Context: an optimization exercise on an open-source flow, tuned for small area, a short achievable clock period and few clock cycles per item. The choices shown serve that exercise and are no tape-out recipe. Function was checked by simulation only, so behaviour that the tests miss may differ from the original. Power figures rest on the tool's default switching activity, not on a simulated workload.

Setup of the previous run:
==> flow/design.v (excerpt) <==
module trtcm_meter_bank (
    input  wire        clk,
    input  wire        rst,
    input  wire        in_valid,
    output wire        in_ready,
    input  wire        in_cfg,
    input  wire [3:0]  in_idx,
    input  wire [13:0] in_len,
    input  wire [39:0] in_ts,
    input  wire [27:0] in_cir,
    input  wire [27:0] in_pir,
    input  wire [23:0] in_cbs,
    input  wire [23:0] in_pbs,
    output reg         out_valid,
    output reg  [1:0]  out_colour
);
Size: about 14000 cells after synthesis.
Settings: LEC_CHECK=0, CAP_MARGIN=20, CORE_MARGIN=2, CORE_UTILIZATION=30, GPL_ROUTABILITY_DRIVEN=1, PLACE_DENSITY=0.45, SLEW_MARGIN=20; clock period 28.0 ns.
standard.sh (not shown) runs the stock make flow with config.mk's settings and CLKGATE_MAP_FILE= SYNTH_SCRIPT=/design/flow/synth_recipe.tcl, a recipe that flattens the netlist after the stock synthesis.
==> flow/flow/run.sh <==
#!/bin/bash
# The standard layout (standard.sh), with the ports buffered by
# sky130_fd_sc_hd__buf_4 instead of the smallest buffer cell ORFS picks
# (clkdlybuf4s50_1, a delay cell that is slow on the output paths).
set -euo pipefail
export BUFFER_PORTS_ARGS="-buffer_cell sky130_fd_sc_hd__buf_4"
bash standard.sh > standard.log 2>&1
The previous run ran to completion and came out clean on the timing, design-rule and antenna checks.
Testbench counts of the previous run, summed over its fixed seeds: cycles 24,168, items 24,000.
Edits applied to the flow inputs when going from the previous run to the current run:
--- a/flow/design.v
+++ b/flow/design.v
@@ -125,58 +125,58 @@
         end
     end
     wire [17:0] chunk = (s1_k == 2'd2) ? {14'd0, s1_dt[39:36]} :
                         (s1_k == 2'd1) ? s1_dt[35:18] : s1_dt[17:0];
     wire [47:0] xc, yc, xp, yp;
     mul_cs u_mul_c (.a(s1_cir), .b(chunk), .x(xc), .y(yc));
     mul_cs u_mul_p (.a(s1_pir), .b(chunk), .x(xp), .y(yp));
+    wire [27:0]        lx   = {14'd0, s1_len};
+    wire [27:0]        b15  = (lx << 14) - (lx << 10) + (lx << 8) + (lx << 3) + lx;
+    wire [38:0]        qcx  = {{14{s1_qc[24]}}, s1_qc};
+    wire [38:0]        qpx  = {{14{s1_qp[24]}}, s1_qp};
+    wire [38:0]        qc15 = (qcx << 14) - (qcx << 10) + (qcx << 8) + (qcx << 3) + qcx;
+    wire [38:0]        qp15 = (qpx << 14) - (qpx << 10) + (qpx << 8) + (qpx << 3) + qpx;
     logic               s2_v;       
     logic               s2_first;
     logic               s2_cfg;
     logic               s2_met;
     logic [2:0]         s2_m;
     logic [47:0]        s2_xc, s2_yc, s2_xp, s2_yp;
-    logic [13:0]        s2_len;
-    logic [24:0]        s2_qc;      
-    logic [24:0]        s2_qp;      
+    logic [36:0]        s2_b;       
+    logic [47:0]        s2_qc;      
+    logic [47:0]        s2_qp;      
     always_ff @(posedge clk) begin
         if (rst) s2_v <= 1'b0;
         else     s2_v <= s1_v & ~hold;
     end
     always_ff @(posedge clk) begin
         s2_first <= s1_first;
         s2_cfg   <= s1_cfg;
         s2_met   <= s1_met;
         s2_m     <= s1_m;
         s2_xc    <= xc;
         s2_yc    <= yc;
         s2_xp    <= xp;
         s2_yp    <= yp;
-        s2_len   <= s1_len;
-        s2_qc    <= s1_qc;
-        s2_qp    <= s1_qp;
+        s2_b     <= {b15, 9'd0};
+        s2_qc    <= {qc15, 9'd0};
+        s2_qp    <= {qp15, 9'd0};
     end
     logic [NM-1:0][46:0] d_q;       
     logic [NM-1:0][46:0] e_q;       
     logic [NM-1:0]       de_ok;     
     logic               s3_v;
     logic               s3_cfg;
     logic               s3_met;
     logic [2:0]         s3_m;
     logic [46:0]        s3_gc, s3_gp;
     logic [46:0]        s3_d, s3_e;
-    logic [36:0]        s3_b;       
-    logic [47:0]        s3_qc;      
-    logic [47:0]        s3_qp;      
-    wire [27:0]        lx   = {14'd0, s2_len};
-    wire [27:0]        b15  = (lx << 14) - (lx << 10) + (lx << 8) + (lx << 3) + lx;
-    wire [38:0]        qcx  = {{14{s2_qc[24]}}, s2_qc};
-    wire [38:0]        qpx  = {{14{s2_qp[24]}}, s2_qp};
-    wire [38:0]        qc15 = (qcx << 14) - (qcx << 10) + (qcx << 8) + (qcx << 3) + qcx;
-    wire [38:0]        qp15 = (qpx << 14) - (qpx << 10) + (qpx << 8) + (qpx << 3) + qpx;
+    logic [36:0]        s3_b;
+    logic [47:0]        s3_qc;
+    logic [47:0]        s3_qp;
     wire [46:0] acc_c = s2_first ? 47'd0 : {s3_gc[28:0], 18'd0};
     wire [46:0] acc_p = s2_first ? 47'd0 : {s3_gp[28:0], 18'd0};
     wire        sat_c = ~s2_first & (|s3_gc[46:29]);
     wire        sat_p = ~s2_first & (|s3_gp[46:29]);
     wire [47:0] sum_c = {1'b0, acc_c} + s2_xc + s2_yc;      
     wire [47:0] sum_p = {1'b0, acc_p} + s2_xp + s2_yp;
     logic [46:0] d_new, e_new;
@@ -201,37 +201,31 @@
         s3_cfg <= s2_cfg;
         s3_met <= s2_met;
         s3_m   <= s2_m;
         s3_gc  <= (sat_c | sum_c[47]) ? {47{1'b1}} : sum_c[46:0];
         s3_gp  <= (sat_p | sum_p[47]) ? {47{1'b1}} : sum_p[46:0];
         s3_d   <= d2;
         s3_e   <= e2;
-        s3_b   <= {b15, 9'd0};
-        s3_qc  <= {qc15, 9'd0};
-        s3_qp  <= {qp15, 9'd0};
+        s3_b   <= s2_b;
+        s3_qc  <= s2_qc;
+        s3_qp  <= s2_qp;
     end
     wire [48:0]        dsub = {2'd0, s3_d} - {2'd0, s3_gc};
     wire [48:0]        esub = {2'd0, s3_e} - {2'd0, s3_gp};
     wire [46:0]        dadd = s3_d - s3_gc + 47'(s3_b);
     wire [46:0]        eadd = s3_e - s3_gp + 47'(s3_b);
     wire [49:0]        dcmp = {3'd0, s3_d} - {3'd0, s3_gc} - {{2{s3_qc[47]}}, s3_qc} - 50'd1;
     wire [49:0]        ecmp = {3'd0, s3_e} - {3'd0, s3_gp} - {{2{s3_qp[47]}}, s3_qp} - 50'd1;
     wire dge   = ~dsub[48];                           
     wire ege   = ~esub[48];
-    wire ylw   = s3_qc[47] | ~dcmp[49];               
-    wire red   = s3_qp[47] | ~ecmp[49];               
+    wire ylw   = dge ? ~dcmp[49] : s3_qc[47];         
+    wire red   = ege ? ~ecmp[49] : s3_qp[47];         
     wire green = ~red & ~ylw;
-    wire d_add = green & dge;
-    wire d_sub = ~green & dge;
-    wire d_b   = green & ~dge;
-    wire e_add = ~red & ege;
-    wire e_sub = red & ege;
-    wire e_b   = ~red & ~ege;
-    assign d_new = ({47{d_add}} & dadd) | ({47{d_sub}} & dsub[46:0]) | ({47{d_b}} & 47'(s3_b));
-    assign e_new = ({47{e_add}} & eadd) | ({47{e_sub}} & esub[46:0]) | ({47{e_b}} & 47'(s3_b));
+    assign d_new = dge ? (green ? dadd : dsub[46:0]) : (green ? 47'(s3_b) : 47'd0);
+    assign e_new = ege ? (red ? esub[46:0] : eadd)   : (red ? 47'd0 : 47'(s3_b));
     assign fr4  = s3_v & ~s3_cfg & s3_met;
     assign cfg4 = s3_v &  s3_cfg & s3_met;
     always_ff @(posedge clk) begin
         if (rst) s5_v <= 1'b0;
         else     s5_v <= fr4;
     end
     always_ff @(posedge clk) begin
Findings:
Relative to the previous run, the current run improves clock power. Of the current run and the previous run, it is the current run that has the higher register share of total power. Summary: with the previous run as the reference, die area in the current run moved up slightly. The current run gives more area after synthesis than the previous run did. Compared with the previous run, layout clock buffer count in the current run increased by a few percent. Comparing the current run with the previous run, the utilization came out essentially unchanged. The current run against the previous run: total length of routed wires up 7200 µm, maximum clock frequency -about 1.1%. In terms of multi-input gate share of total cell area, the current run and the previous run differ only marginally. ~same global-route usage in the previous run and the current run. The current run -> the previous run: source-to-sink clock delay at the later pin of the worst-skew pair flat.
Testbench counts of the current run, summed over its fixed seeds: cycles 24,168, items 24,000.


## run 1
Starting RTL as in the previous note.
==> flow/config.mk <==
export PLATFORM = sky130hd
export DESIGN_NAME = trtcm_meter_bank
export DESIGN_NICKNAME = trtcm_meter_bank
export VERILOG_FILES = /design/flow/design.v
export SDC_FILE = /design/flow/constraint.sdc
export NUM_CORES = 4
export LEC_CHECK = 0
export CAP_MARGIN = 20
export CORE_MARGIN = 2
export CORE_UTILIZATION = 30
export GPL_ROUTABILITY_DRIVEN = 1
export PLACE_DENSITY = 0.45
export SLEW_MARGIN = 20
==> flow/constraint.sdc <==
create_clock -name core_clock -period 28.0 [get_ports {clk}]
set_input_delay 5.6000 -clock core_clock [delete_from_list [all_inputs] [get_ports {clk}]]
set_output_delay 5.6000 -clock core_clock [all_outputs]
set_load 0.01 [all_outputs]
==> flow/flow/run.sh <==
#!/bin/bash
# The standard layout (standard.sh), with the ports buffered by
# sky130_fd_sc_hd__buf_2 instead of the smallest buffer cell ORFS picks
# (clkdlybuf4s50_1, a delay cell that is slow on the output paths).
set -euo pipefail
export BUFFER_PORTS_ARGS="-buffer_cell sky130_fd_sc_hd__buf_2"
bash standard.sh > standard.log 2>&1
Testbench counts of run 1, summed over its fixed seeds: cycles 24,168, items 24,000.
### run 1 -> run 2
--- a/flow/design.v
+++ b/flow/design.v
@@ -213,28 +213,22 @@
     wire [48:0]        esub = {2'd0, s3_e} - {2'd0, s3_gp};
     wire [46:0]        dadd = s3_d - s3_gc + 47'(s3_b);
     wire [46:0]        eadd = s3_e - s3_gp + 47'(s3_b);
     wire [49:0]        dcmp = {3'd0, s3_d} - {3'd0, s3_gc} - {{2{s3_qc[47]}}, s3_qc} - 50'd1;
     wire [49:0]        ecmp = {3'd0, s3_e} - {3'd0, s3_gp} - {{2{s3_qp[47]}}, s3_qp} - 50'd1;
     wire dge   = ~dsub[48];                           
     wire ege   = ~esub[48];
     wire ylw   = s3_qc[47] | ~dcmp[49];               
     wire red   = s3_qp[47] | ~ecmp[49];               
     wire green = ~red & ~ylw;
-    wire d_add = green & dge;
-    wire d_sub = ~green & dge;
-    wire d_b   = green & ~dge;
-    wire e_add = ~red & ege;
-    wire e_sub = red & ege;
-    wire e_b   = ~red & ~ege;
-    assign d_new = ({47{d_add}} & dadd) | ({47{d_sub}} & dsub[46:0]) | ({47{d_b}} & 47'(s3_b));
-    assign e_new = ({47{e_add}} & eadd) | ({47{e_sub}} & esub[46:0]) | ({47{e_b}} & 47'(s3_b));
+    assign d_new = dge ? (green ? dadd : dsub[46:0]) : (green ? 47'(s3_b) : 47'd0);
+    assign e_new = ege ? (red ? esub[46:0] : eadd)   : (red ? 47'd0 : 47'(s3_b));
     assign fr4  = s3_v & ~s3_cfg & s3_met;
     assign cfg4 = s3_v &  s3_cfg & s3_met;
     always_ff @(posedge clk) begin
         if (rst) s5_v <= 1'b0;
         else     s5_v <= fr4;
     end
     always_ff @(posedge clk) begin
         s5_m <= s3_m;
         s5_d <= d_new;
         s5_e <= e_new;
Results
FAIL: run 2; every other run in run 1 and run 2 is clean
The final report for run 2 shows a completed flow and a layout that fails verification, specifically antenna rules.
Relative to run 1, met1 layer usage reported by global route has increased by 0.34 points in run 2.
Run 2 vs run 1 — routed length on met1 rose 0.77%.
Diff run 2..run 1 | die area | negligible
Hold-fix buffer count after cts: run 1 vs run 2 identical
| final design instance area without fill | run 1 vs run 2 | ≈ equal |
Compared to run 1, run 2 has final critical-path required period 0.12 ns lower.
Any difference in net count after synthesis between run 2 and run 1 is small enough to ignore.
Cmp run 2 vs run 1: number of nets with antenna violations after routing higher in run 2
Between run 2 and run 1, the combinational fraction of design power does not differ in any meaningful way.
Run 2 vs run 1: cell internal power dissipation down in run 2
Testbench counts of run 2, summed over its fixed seeds: cycles 24,168, items 24,000.

-- port drivers added, routing unchanged --
Ports are ideal in the flow. The routed layouts listed here were re-timed in OpenROAD. Step 1 (the two cells are an assumption about what drives the block):
set clk [get_ports {clk}]
set_driving_cell -lib_cell sky130_fd_sc_hd__clkbuf_16 $clk
set_driving_cell -lib_cell sky130_fd_sc_hd__buf_2 [delete_from_list [all_inputs] $clk]
Step 2 moves the port delays by t, midway between the first and last clock arrival at a register: inputs arrive t later, outputs are due t later. That takes back most of the time a late clock gives input paths. Three values: ideal, step 1, step 2; two values: the first two.
run	t, ns	slack for setup (ns)	hold slack, ns	cell pins on the clock port's net
the previous run	1.060	20.183 / 20.183 / 20.183	0.315 / 0.315 / 0.315	1
the current run	1.078	20.093 / 20.093 / 20.093	0.310 / 0.310 / 0.310	1
run 1	1.061	19.342 / 19.342 / 19.342	0.304 / 0.304 / 0.304	1
run 2	1.058	19.461 / 19.461 / 19.461	0.328 / 0.328 / 0.328	1
